Context: an optimization exercise on an open-source flow, tuned for small area, a short achievable clock period and few clock cycles per item. The choices shown serve that exercise and are no tape-out recipe. Only simulation tests tie the RTL to the original design; equivalence was not proved.

v38:
==> flow/design.v (excerpt) <==
module law_unit (
    input  wire        clk,
    input  wire        rst,           
    input  wire        in_valid,
    output wire        in_ready,
    input  wire [15:0] qa,            
    input  wire [15:0] qb,
    input  wire [15:0] qc,
    input  wire [15:0] qd,
    input  wire        is_x,          
    input  wire [15:0] target,        
    input  wire [15:0] kp,            
    input  wire [15:0] ki,
    input  wire [15:0] a,
    input  wire [15:0] b,
    input  wire [15:0] krep,
    input  wire [15:0] shifts,        
    input  wire [15:0] ilim,          
    input  wire [15:0] u_min,         
    input  wire [15:0] u_max,         
    input  wire [15:0] rep_ahead,     
    input  wire [15:0] rep_now,       
    input  wire [15:0] rep_f,         
    input  wire [15:0] rep_l,         
    input  wire [15:0] ff,            
    input  wire [15:0] dith,          
    input  wire [39:0] i_in,          
    input  wire [31:0] d_in,          
    input  wire [15:0] e_prev_in,     
    input  wire        out_now_in,    
    output reg         out_valid,
    output reg  [15:0] m,             
    output reg  [15:0] e,             
    output reg  [15:0] u,             
    output reg  [39:0] i_out,         
    output reg  [31:0] d_out,         
    output reg  [15:0] rep_new,       
    output reg  [3:0]  flags          
);
For scale: ~17,000 cells after synthesis, ~560 I/O pins.
make LEC_CHECK=0 CAP_MARGIN=20 CORE_MARGIN=2 CORE_UTILIZATION=44 CTS_BUF_LIST=sky130_fd_sc_hd__clkbuf_16 CTS_CLUSTER_SIZE=30 SLEW_MARGIN=20 finish   # period 40.0 ns
run.sh (not shown) runs the stock make flow with config.mk's settings and CLKGATE_MAP_FILE= SYNTH_SCRIPT=/design/flow/synth_recipe.tcl, a recipe that flattens the netlist after the stock synthesis.
v38 completed every stage of the flow, and the final layout passed the timing, DRC and antenna checks.
Testbench counts of v38, summed over its fixed seeds: cycles 4,872, items 4,800.
Modified inputs, v7 compared to v38
- CORE_UTILIZATION changed from 44 to 45
==> comparison <==
The vertical die dimension number comes out lower for v7 vs v38. v7: aborted in 6_report (tool error). The total via count in the routed design on v7 is in line with that on v38. The met2 layer wire length in the routed design was comparable across v7 and v38. Half-perimeter wire length after placement sits higher in v7 than in v38. Summary of v7 over v38: area after synthesis ~0 delta; met1 routed wirelength after detailed routing ~0 delta; number of buffers on the longest clock path ~0 delta. Sort v7 and v38 by total wire length, descending, and v7 comes first.
The inputs of v21 differ from those of v7 as listed below.
- changing CTS_CLUSTER_SIZE from 30 to 20
- changing CORE_UTILIZATION from 45 to 55
- setting CTS_CLUSTER_DIAMETER to 100 for the first time
Results
For count of boundary I/O pins, v7 and v21 come out practically identical. Of the two values seen for highest metal layer with signal wires, met4 was produced by v21 and met5 by v7. Between v21 and v7, number of levels in the clock H-tree is higher for v7, v21 comes in under that. v21 was carried through to the last stage, and its layout satisfied the timing, DRC and antenna checks. Looking at detailed-placement wirelength estimate across both flows, v21 is the stronger of the two, with v7 trailing.
Inputs modified between v21 and v51:
- swapping 55 for 44 in CORE_UTILIZATION
Results
- v51 completed every stage of the flow, and the final layout passed the timing, DRC and antenna checks.
- In terms of share of cells above drive strength 1, v51 and v21 differ only marginally.
- On final critical delay including setup and external delays, the higher figure sits with v51, not v21.
- The worst setup slack after layout of v51 was inferior to that of v21.
- When v51 is measured against v21, its number of diodes added for antenna fixing turns out 4 higher.
- Fill cell total of the finished layout, v51 and v21, lower one = v21.
- Sequential portion of the cell area sits lower in v51 than in v21.
The inputs of v24 differ from those of v51 as listed below.
- swapping 20 for 26 in CTS_CLUSTER_SIZE
- swapping 44 for 55 in CORE_UTILIZATION
v24 has completed all stages; timing, DRC and antenna checks passed.
Cell area after placement ends up higher on v51.
Worst max-slew margin expressed relative to the limit: v24 vs v51 up 5.4 points
End-of-flow core utilization sits higher in v24 than in v51.
The run showing the smaller global-route usage is v51.
Cmp v24 vs v51: period utilization lower in v24
Comparing v24 against v51, there is no change at all in count of multi-input gates.
v24 contains fewer vias than v51.

## separate check: timing with driven ports
In the flow no input, the clock included, has a driving cell. The finished layouts below were timed again as built, in two steps. Step 1: set_driving_cell puts a clkbuf_16 on clk and a buf_2 on each other input, an assumption about the parent block. Step 2 adds t to the input delays and takes it off the output delays; t is the mean of the earliest and latest rising clock arrival at the registers after step 1. Input paths then give back, and output paths get back, about the clock's delay inside the block. a / b / c = ideal ports / drivers / drivers and shift; a / b = the first two.
run	shift t [ns]	slack for setup (ns)	hold slack, ns	worst data-port slew with drivers (ns)	cell pins on the clock port's net
v38	1.035	30.137 / 30.029 / 30.412	0.247 / 0.247 / 0.247	0.07	1
v21	1.025	30.184 / 30.079 / 30.472	0.258 / 0.258 / 0.258	0.07	1
v51	1.036	30.136 / 30.029 / 30.415	0.206 / 0.206 / 0.206	0.07	1
v24	0.997	30.201 / 30.100 / 30.491	0.295 / 0.295 / 0.295	0.07	1
After both steps setup and hold are still met in every run listed.
